Background: an optimization exercise with open tools, aiming at small area, a short achievable clock period and few clock cycles per item. Do not read the settings as production practice. The RTL was checked by simulation tests, not by an equivalence proof against the original design.

File: design/flow/design.v
module loop_engine (
    input  wire        clk,
    input  wire        rst,
    input  wire        req_valid,
    output wire        req_ready,
    input  wire [2:0]  req_ch,
    input  wire        req_arm,
    input  wire        req_fired,
    input  wire [2:0]  req_func,
    input  wire [17:0] req_v,
    input  wire [17:0] req_i,
    input  wire [15:0] req_kff,
    input  wire [15:0] req_kp,
    input  wire [15:0] req_ki,
    input  wire [15:0] req_kpc,
    input  wire [15:0] req_kic,
    input  wire [17:0] req_vset,
    input  wire [17:0] req_iset,
    input  wire [15:0] req_z,
    input  wire [15:0] req_gcr,
    input  wire [17:0] req_pset,
    input  wire [16:0] req_vfloor,
    input  wire [15:0] req_gfl,
    input  wire [17:0] req_ihi,
    input  wire [17:0] req_ilo,
    input  wire [17:0] req_vhi,
    input  wire [17:0] req_vlo,
    output reg         resp_valid,
    output reg  [2:0]  resp_ch,
    output reg  [17:0] resp_code,
    output reg  [1:0]  resp_compl,
    output reg         resp_event,
    output reg         resp_clip
);
    localparam [2:0] F_OFF = 3'd0, F_FV = 3'd1, F_FI = 3'd2, F_FVZ = 3'd3,
                     F_CR  = 3'd4, F_CP = 3'd5, F_MV = 3'd6, F_MI  = 3'd7;
    localparam signed [35:0] MONE = -36'sd16777216;          
    localparam signed [35:0] UMAX = 36'sd16777088;           
    localparam signed [35:0] HYST = 36'sd16768;              
    localparam [1:0] S_IDLE = 2'd0, S_TGT = 2'd1, S_DIV = 2'd2, S_LAW = 2'd3;
    function signed [35:0] mul;
        input signed [35:0] x;
        input signed [15:0] c;
        reg signed [51:0] p;
        begin
            p   = x * c;
            mul = p[47:12];
        end
    endfunction
    function signed [35:0] q17;
        input [17:0] s;
        begin
            q17 = {{11{s[17]}}, s, 7'd0};
        end
    endfunction
    function signed [35:0] clampu;
        input signed [35:0] x;
        begin
            if (x > UMAX)      clampu = UMAX;
            else if (x < MONE) clampu = MONE;
            else               clampu = x;
        end
    endfunction
    function [17:0] to_code;
        input signed [25:0] u;
        reg [25:0] mag;
        reg [25:0] rnd;
        reg signed [25:0] sr;
        begin
            if (u < 0) begin
                mag = -u;
                rnd = (mag + 26'd64) >> 7;
                sr  = -$signed(rnd);
            end else begin
                rnd = ($unsigned(u) + 26'd64) >> 7;
                sr  = $signed(rnd);
            end
            to_code = 18'h20000 + sr[17:0];
        end
    endfunction
    reg signed [35:0] integ_q [0:7];
    reg signed [25:0] u_q     [0:7];
    reg signed [1:0]  sat_q   [0:7];
    reg        [1:0]  compl_q [0:7];
    reg [1:0]  state;
    reg [2:0]  ch;
    reg        fired;
    reg [2:0]  func;
    reg [17:0] v, i;
    reg [15:0] kff, kp, ki, kpc, kic, zc, gcr, gfl;
    reg [17:0] vset, iset, pset, ihi, ilo, vhi, vlo;
    reg [16:0] vfloor;
    reg signed [35:0] r_q;
    reg               clip_q;
    reg [4:0]  div_cnt;
    reg [17:0] div_d;
    reg [18:0] div_rem;
    reg [17:0] div_num;
    reg [25:0] div_quo;
    reg        div_neg;
    assign req_ready = (state == S_IDLE);
    wire signed [35:0] v24 = q17(v);
    wire signed [35:0] i24 = q17(i);
    wire signed [35:0] ilo24 = q17(ilo);
    wire signed [35:0] ihi24 = q17(ihi);
    wire [17:0] v_abs = v[17] ? (~v + 18'd1) : v;
    wire [17:0] p_abs = pset[17] ? (~pset + 18'd1) : pset;
    wire        cp_div = (v_abs >= {1'b0, vfloor});
    reg signed [35:0] x_cmd;
    reg signed [35:0] r_tgt;
    reg               clip_tgt;
    always @* begin
        x_cmd    = 36'sd0;
        r_tgt    = 36'sd0;
        clip_tgt = 1'b0;
        case (func)
            F_FV:  r_tgt = q17(vset);
            F_FVZ: r_tgt = q17(vset) - mul(i24, zc);
            F_FI:  r_tgt = q17(iset);
            F_CR, F_CP: begin
                if (func == F_CR)
                    x_cmd = -mul(v24, gcr);
                else
                    x_cmd = -mul(v24, gfl);
                if (x_cmd > ihi24) begin
                    r_tgt = ihi24; clip_tgt = 1'b1;
                end else if (x_cmd < ilo24) begin
                    r_tgt = ilo24; clip_tgt = 1'b1;
                end else
                    r_tgt = x_cmd;
            end
            default: r_tgt = 36'sd0;
        endcase
    end
    wire signed [35:0] x_div = div_neg ? -$signed({10'd0, div_quo}) : $signed({10'd0, div_quo});
    reg signed [35:0] r_div;
    reg               clip_div;
    always @* begin
        if (x_div > ihi24) begin
            r_div = ihi24; clip_div = 1'b1;
        end else if (x_div < ilo24) begin
            r_div = ilo24; clip_div = 1'b1;
        end else begin
            r_div = x_div; clip_div = 1'b0;
        end
    end
    wire signed [35:0] integ_s = integ_q[ch];
    wire signed [35:0] ub      = {{10{u_q[ch][25]}}, u_q[ch]};
    wire signed [1:0]  sb      = sat_q[ch];
    wire [1:0]         cb      = compl_q[ch];
    wire on_v = (func == F_FV) || (func == F_FVZ);
    wire signed [35:0] q_n  = on_v ? v24 : i24;        
    wire [17:0]        m_s  = on_v ? i : v;            
    wire [17:0]        lp_s = on_v ? ihi : vhi;
    wire [17:0]        ln_s = on_v ? ilo : vlo;
    wire signed [35:0] m_n  = q17(m_s);
    wire signed [35:0] e_main = r_q - q_n;
    wire signed [35:0] ff_t   = mul(r_q, kff);
    wire signed [35:0] kp_t   = mul(e_main, kp);
    wire signed [35:0] ki_t   = mul(e_main, ki);
    wire rel_pos = (cb == 2'd1) && (q_n >= r_q + HYST);
    wire rel_neg = (cb == 2'd2) && (q_n <= r_q - HYST);
    wire release_now = rel_pos || rel_neg;
    wire signed [35:0] integ_m0 = release_now ? (ub - (ff_t + kp_t)) : integ_s;
    wire               hold_m   = ((sb == 2'sd1) && (e_main > 0)) || ((sb == -2'sd1) && (e_main < 0));
    wire signed [35:0] integ_m  = hold_m ? integ_m0 : clampu(integ_m0 + ki_t);
    wire signed [35:0] u_m_raw  = ff_t + kp_t + integ_m;
    wire ent_pos = ($signed(m_s) >= $signed(lp_s));
    wire ent_neg = ($signed(m_s) <= $signed(ln_s));
    wire [1:0] ent = (cb != 2'd0) ? 2'd0 : ent_pos ? 2'd1 : ent_neg ? 2'd2 : 2'd0;
    wire [1:0]         c_mode = (ent != 2'd0) ? ent : ((cb != 2'd0) && !release_now) ? cb : 2'd0;
    wire signed [35:0] lim_n  = (c_mode == 2'd1) ? q17(lp_s) : q17(ln_s);
    wire signed [35:0] e_c    = lim_n - m_n;
    wire signed [35:0] kpc_t  = mul(e_c, kpc);
    wire signed [35:0] kic_t  = mul(e_c, kic);
    wire signed [35:0] integ_c0 = (ent != 2'd0) ? (ub - kpc_t) : integ_s;
    wire               hold_c = ((sb == 2'sd1) && (e_c > 0)) || ((sb == -2'sd1) && (e_c < 0));
    wire signed [35:0] integ_c  = hold_c ? integ_c0 : clampu(integ_c0 + kic_t);
    wire signed [35:0] u_c_raw  = kpc_t + integ_c;
    wire use_c = (c_mode != 2'd0);
    wire signed [35:0] u_raw   = use_c ? u_c_raw : u_m_raw;
    wire signed [35:0] integ_n = use_c ? integ_c : integ_m;
    wire signed [1:0]  sat_n   = (u_raw > UMAX) ? 2'sd1 : (u_raw < MONE) ? -2'sd1 : 2'sd0;
    wire signed [35:0] u_n     = clampu(u_raw);
    wire [17:0] mq_s = (func == F_MV) ? v : i;
    wire ent_pos_m = ($signed(mq_s) >= $signed((func == F_MV) ? vhi : ihi));
    wire ent_neg_m = ($signed(mq_s) <= $signed((func == F_MV) ? vlo : ilo));
    wire [1:0] meas_compl = ent_pos_m ? 2'd1 : ent_neg_m ? 2'd2 : 2'd0;
    integer k;
    always @(posedge clk) begin
        if (rst) begin
            state      <= S_IDLE;
            resp_valid <= 1'b0;
            for (k = 0; k < 8; k = k + 1) begin
                integ_q[k] <= 36'sd0;
                u_q[k]     <= 26'sd0;
                sat_q[k]   <= 2'sd0;
                compl_q[k] <= 2'd0;
            end
        end else begin
            resp_valid <= 1'b0;
            case (state)
                S_IDLE: begin
                    if (req_valid) begin
                        ch     <= req_ch;
                        fired  <= req_fired;
                        func   <= req_func;
                        v      <= req_v;
                        i      <= req_i;
                        kff    <= req_kff;
                        kp     <= req_kp;
                        ki     <= req_ki;
                        kpc    <= req_kpc;
                        kic    <= req_kic;
                        vset   <= req_vset;
                        iset   <= req_iset;
                        zc     <= req_z;
                        gcr    <= req_gcr;
                        pset   <= req_pset;
                        vfloor <= req_vfloor;
                        gfl    <= req_gfl;
                        ihi    <= req_ihi;
                        ilo    <= req_ilo;
                        vhi    <= req_vhi;
                        vlo    <= req_vlo;
                        if (req_arm) begin
                            integ_q[req_ch] <= 36'sd0;
                            u_q[req_ch]     <= 26'sd0;
                            sat_q[req_ch]   <= 2'sd0;
                            compl_q[req_ch] <= 2'd0;
                        end
                        state <= S_TGT;
                    end
                end
                S_TGT: begin
                    if (func == F_CP && cp_div) begin
                        div_d   <= v_abs;
                        div_num <= p_abs;
                        div_neg <= (pset[17] == v[17]) && (pset != 18'd0);
                        div_cnt <= 5'd25;
                        div_quo <= 26'd0;
                        div_rem <= {3'd0, p_abs[17:2]};
                        if ({2'b00, p_abs} >= {v_abs, 2'b00})
                            div_cnt <= 5'd31;        
                        state <= S_DIV;
                    end else begin
                        r_q    <= r_tgt;
                        clip_q <= clip_tgt;
                        state  <= S_LAW;
                    end
                end
                S_DIV: begin
                    if (div_cnt == 5'd31) begin
                        div_quo <= 26'h3FFFFFF;
                        div_cnt <= 5'd30;
                    end else if (div_cnt == 5'd30) begin
                        r_q    <= r_div;
                        clip_q <= clip_div;
                        state  <= S_LAW;
                    end else begin
                        if ({div_rem[17:0], (div_cnt >= 5'd24) ? div_num[div_cnt - 5'd24] : 1'b0} >= {1'b0, div_d}) begin
                            div_rem <= {div_rem[17:0], (div_cnt >= 5'd24) ? div_num[div_cnt - 5'd24] : 1'b0} - {1'b0, div_d};
                            div_quo[div_cnt] <= 1'b1;
                        end else begin
                            div_rem <= {div_rem[17:0], (div_cnt >= 5'd24) ? div_num[div_cnt - 5'd24] : 1'b0};
                        end
                        div_cnt <= (div_cnt == 5'd0) ? 5'd30 : div_cnt - 5'd1;
                    end
                end
                S_LAW: begin
                    resp_valid <= 1'b1;
                    resp_ch    <= ch;
                    resp_event <= 1'b0;
                    resp_clip  <= clip_q;
                    if (func == F_OFF) begin
                        resp_code  <= 18'h20000;
                        resp_compl <= 2'd0;
                    end else if (func == F_MV || func == F_MI) begin
                        resp_code  <= to_code(u_q[ch]);
                        resp_compl <= meas_compl;
                    end else if (!fired) begin
                        resp_code  <= to_code(u_q[ch]);
                        resp_compl <= cb;
                    end else begin
                        integ_q[ch] <= integ_n;
                        u_q[ch]     <= u_n[25:0];
                        sat_q[ch]   <= sat_n;
                        compl_q[ch] <= c_mode;
                        resp_code   <= to_code(u_n[25:0]);
                        resp_compl  <= c_mode;
                        resp_event  <= (ent != 2'd0);
                    end
                    state <= S_IDLE;
                end
            endcase
        end
    end
endmodule
File: design/flow/run.sh
#!/bin/bash
# synth_recipe.tcl (not shown) runs the flow's synth.tcl, then flattens the netlist and writes it again
# the make line also repeats each setting of config.mk as NAME=value (left out here)
make -C /OpenROAD-flow-scripts/flow DESIGN_CONFIG=/design/flow/config.mk WORK_HOME=/design/flow/orfs CLKGATE_MAP_FILE= SYNTH_SCRIPT=/design/flow/synth_recipe.tcl finish
File: design/flow/config.mk
export PLATFORM = sky130hd
export DESIGN_NAME = loop_engine
export DESIGN_NICKNAME = loop_engine
export VERILOG_FILES = /design/flow/design.v
export SDC_FILE = /design/flow/constraint.sdc
export NUM_CORES = 4
export LEC_CHECK = 0
export CAP_MARGIN = 20
export CORE_MARGIN = 2
export CORE_UTILIZATION = 40
export PLACE_DENSITY = 0.6
export SLEW_MARGIN = 20
File: design/flow/constraint.sdc
create_clock -name core_clock -period 26.0 [get_ports {clk}]
set_input_delay 5.2000 -clock core_clock [delete_from_list [all_inputs] [get_ports {clk}]]
set_output_delay 5.2000 -clock core_clock [all_outputs]
set_load 0.01 [all_outputs]
==> key figures <==
Worst setup path
  – FF-to-FF Start: func[2]
  – Crit path kind: register to register
  – Data arrival time of the worst path: 25.61 ns
  – Worst setup EP type: register
  – Largest incremental delay on the critical path: 0.66 ns
  – WP data required: 26.67 ns
  – Worst Path Buf+Inv: 15
  – CP dominant cell by count: ha_1
  – Critical Path Start Type: register
  – Cell class contributing the biggest share of worst-path delay: compound AO/OA/AOI/OAI gates
  – Worst reg2reg path depth: 107
  – Critical Path Fanout Max: 24
  – Slowest cell on crit path: a2111oi_0
  – R2R Setup Slk: 1.06 ns
  – Reg2reg end: resp_code[16]

Worst hold path
  – WHS Path Cells: 0
  – Hold_sp: clip_q
  – Worst hold path class: register to register
  – Hold path endpoint: resp_clip

Cells and area
  – Multi-input logic area: 140000 sq um
  – Nets: 25000
  – Register Area: 29900 sq um
  – Share of cells above drive strength 1: 0.0666
  – Final core occ: 0.438
  – Syn-to-layout area delta: 9.32%
  – Layout fillers: 45400

Global route
  – Initial antenna violation count: 64
  – Global routing usage on met1: 0.357
  – Vias in the first global route: 147000
  – GR Util All Layers: 0.273
  – Largest net degree at the start of global routing: 77
  – Met2 Use GR: 0.438
  – M3 GR Usage: 0.0539
  – Most used routing layer: met2
  – First-pass GRT wire length: 962000 um
  – GR Overflow Total: 0

Routing
  – Drt initial violations: 11700
  – Drt total wl: 644000 um
  – Via density: 5.39
  – Routed wire length per instance: 24.4 um
  – First-pass DRT Iterations: 6
  – DRC Markers: 0
  – Via count: 142000
  – Final ANT Viol Nets: 0

Synth
  – Count leader, synth: inv_1
  – Count of state elements after synthesis: 996
  – Avg Inst Size Synth: 9.36 sq um
  – Syn_nets: 25000
  – Synth area leader: fa_1
  – Synth unique cells: 122
  – Post-synth EDFFs: 990
  – Mapped Cells: 20000
  – Yosys warning count: 1
  – Sequential area share after synthesis: 0.160
  – Synth top area share: 0.346
  – Cell Area, Synth: 187000 sq um
  – Top post-synthesis cells by count: inv_1 (3832), fa_1 (3235), nand2_1 (2564)
  – Synth Flop Type: edfxtp_1
  – Async S/R FF share, synth: 0
  – Top post-synthesis cells by area: fa_1 (35%), edfxtp_1 (16%), ha_1 (9.5%), inv_1 (7.7%), nand2_1 (5.1%)

Die
  – Initial Utilization: 0.401
  – Chip height: 688 um
  – # IOs: 345
  – Die area: 473000 sq um
  – Core ar.: 466000 sq um
  – Site Rows: 251
  – Die Span X: 688 um

STA
  – Slew HR: 0.162
  – Hold WS: 0.389 ns
  – Final Setup Violations: 0
  – Tmin final: 24.94 ns
  – Worst Tran Pin Value: 1.22 ns
  – Final worst clock skew: 0.0874 ns
  – Final hold viol count: 0
  – Setup ws final: 1.06 ns
  – Maximum clock rate: 0.0401 GHz
  – Fin crit share: 0.959
  – Final Slew Violations: 0

Run
  – Max cap viols: 0

Clock tree
  – H-tree Lvls: 3
  – CTS Buffer Depth: 4
  – Clock Latency Late Sink: 0.95 ns
  – Worst-path clk slew: 0.06 ns
  – Root Buffer Master: clkbuf_16
  – CTS tree: done
  – CTS hold repair buffers: 0
  – TritonCTS Buffers: 123
  – Clk sinks: 996

Place
  – Place WS: 0.239 ns
  – HPWL Detailed: 506000 um
  – IO buf count: 344
  – Routability Congestion: 1.01

Outcome
  – Status: no timing/DRC/antenna violations
-- stage by stage --
| step | setup TNS (ns) | instance area (sq um) | cells |
|---|---|---|---|
| 2_1_floorplan | 0 | 187000 | 20000 |
| 3_3_place_gp | 0 | 199000 | 26100 |
| 3_5_place_dp | 0 | 200000 | 26100 |
| 4_1_cts | 0 | 204000 | 26300 |
| 5_1_grt | -0.284 | 204000 | 26400 |
| 6_report | 0 | 204000 | 26400 |
-- final cells by class --
| class | instances | area share |
|---|---|---|
| sequential | 996 | 0.146 |
| clock buffer | 139 | 0.0155 |
| multi-input combinational | 14200 | 0.686 |
| antenna | 22 | 0.000269 |
| tap | 6198 | 0.0379 |
| timing repair buffer | 931 | 0.0386 |
| clock inverter | 81 | 0.00485 |
| inverter | 3833 | 0.0704 |
-- cells by family (layout without fill, tap and decap cells) --
kind of cell | Yosys count | count (layout) | synth area share
AOI/OAI and AO/OA | 2110 | 2110 | 0.0726
xor gates and xnor gates | 838 | 838 | 0.0399
adders and majority gates | 4657 | 4657 | 0.441
buffers and inverters | 4801 | 4984 | 0.0966
DFF | 996 | 996 | 0.160
muxes | 491 | 491 | 0.0365
other | 0 | 22 | 0
and+or+nand+nor | 6093 | 6093 | 0.154
-- what timing repair did --
| action | CTS | global route |
|---|---|---|
| gates resized for setup | 0 | 111 |
| setup buffers | 0 | 22 |
| setup endpoints to repair | 0 | 196 |
-- metal layers --
| metal | wire length (um) | up-vias | part of all wire |
|---|---|---|---|
| li1 | - | 62800 | - |
| met1 | 260000 | 72700 | 0.40 |
| met2 | 292000 | 5544 | 0.45 |
| met3 | 54200 | 1140 | 0.084 |
| met4 | 37800 | 26 | 0.059 |
| met5 | 163 | - | 0.00025 |
-- sequential cells by signal, summed over array words and instances (netlist names), 17 cells and up, named ones only --
register,count
pset,18
vlo,18
r_q,36
iset,18
div_quo,26
div_d,18
vhi,18
ilo,18
vfloor,17
div_rem,18
v,18
i,18
integ_q,288
vset,18
u_q,208
div_num,18
ihi,18
resp_code,18
-- how the worst max path moves through the flow --
stage / start / endpoint / cells past startpoint
5_1_grt: r_q[11] / resp_code[16] / 118
6_report: func[2] / resp_code[16] / 107
2_1_floorplan: r_q[12] / resp_code[12] / 114
3_3_place_gp: r_q[11] / resp_code[15] / 111
4_1_cts: r_q[11] / resp_code[12] / 113
3_5_place_dp: r_q[11] / resp_code[12] / 113
-- layout by cell type, fill, tap and decap left out, types with 68 or more instances in the layout --
cell	synthesis	final
xor2_1	230	218
a21o_1	222	222
o21bai_1	72	71
clkdlybuf4s50_1	0	343
nand4_1	116	116
buf_4	3	582
inv_1	3832	3832
o21a_1	119	118
and3_1	70	68
nand2b_1	284	276
o21ai_0	446	436
nor3_1	174	163
xnor2_1	598	564
a21oi_1	608	591
nand3_1	139	138
clkbuf_16	0	123
and2_1	1136	1135
fa_1	3235	3235
nor2b_1	178	175
nand2_1	2564	2557
mux2_2	152	151
ha_1	1421	1412
edfxtp_1	990	990
mux4_2	136	136
mux2i_1	201	192
nor2_1	1147	1134
Testbench counts, summed over its fixed seeds: cycles 79,432, items 12,800.

[port drivers added, routing unchanged]
Ports are ideal in the flow. The routed layout listed here was re-timed in OpenROAD. Step 1: set_driving_cell puts a clkbuf_16 on clk and a buf_2 on each other input, an assumption about the parent block. Step 2, shift: input delay + t, output delay - t, t = (earliest + latest rising clock arrival at the registers) / 2. This alone moves slack from input paths to output paths. Slacks: ideal / step 1 / step 2; pairs: ideal / step 1.
t (ns): 1.048
slack for setup (ns): 1.059 / 1.059 / 1.059
cell pins on the clock port's net: 1
After both steps this run still meets setup and hold. For this run, drivers alone change the setup slack by 0.000 ns; drivers and shift together by 0.000 ns.
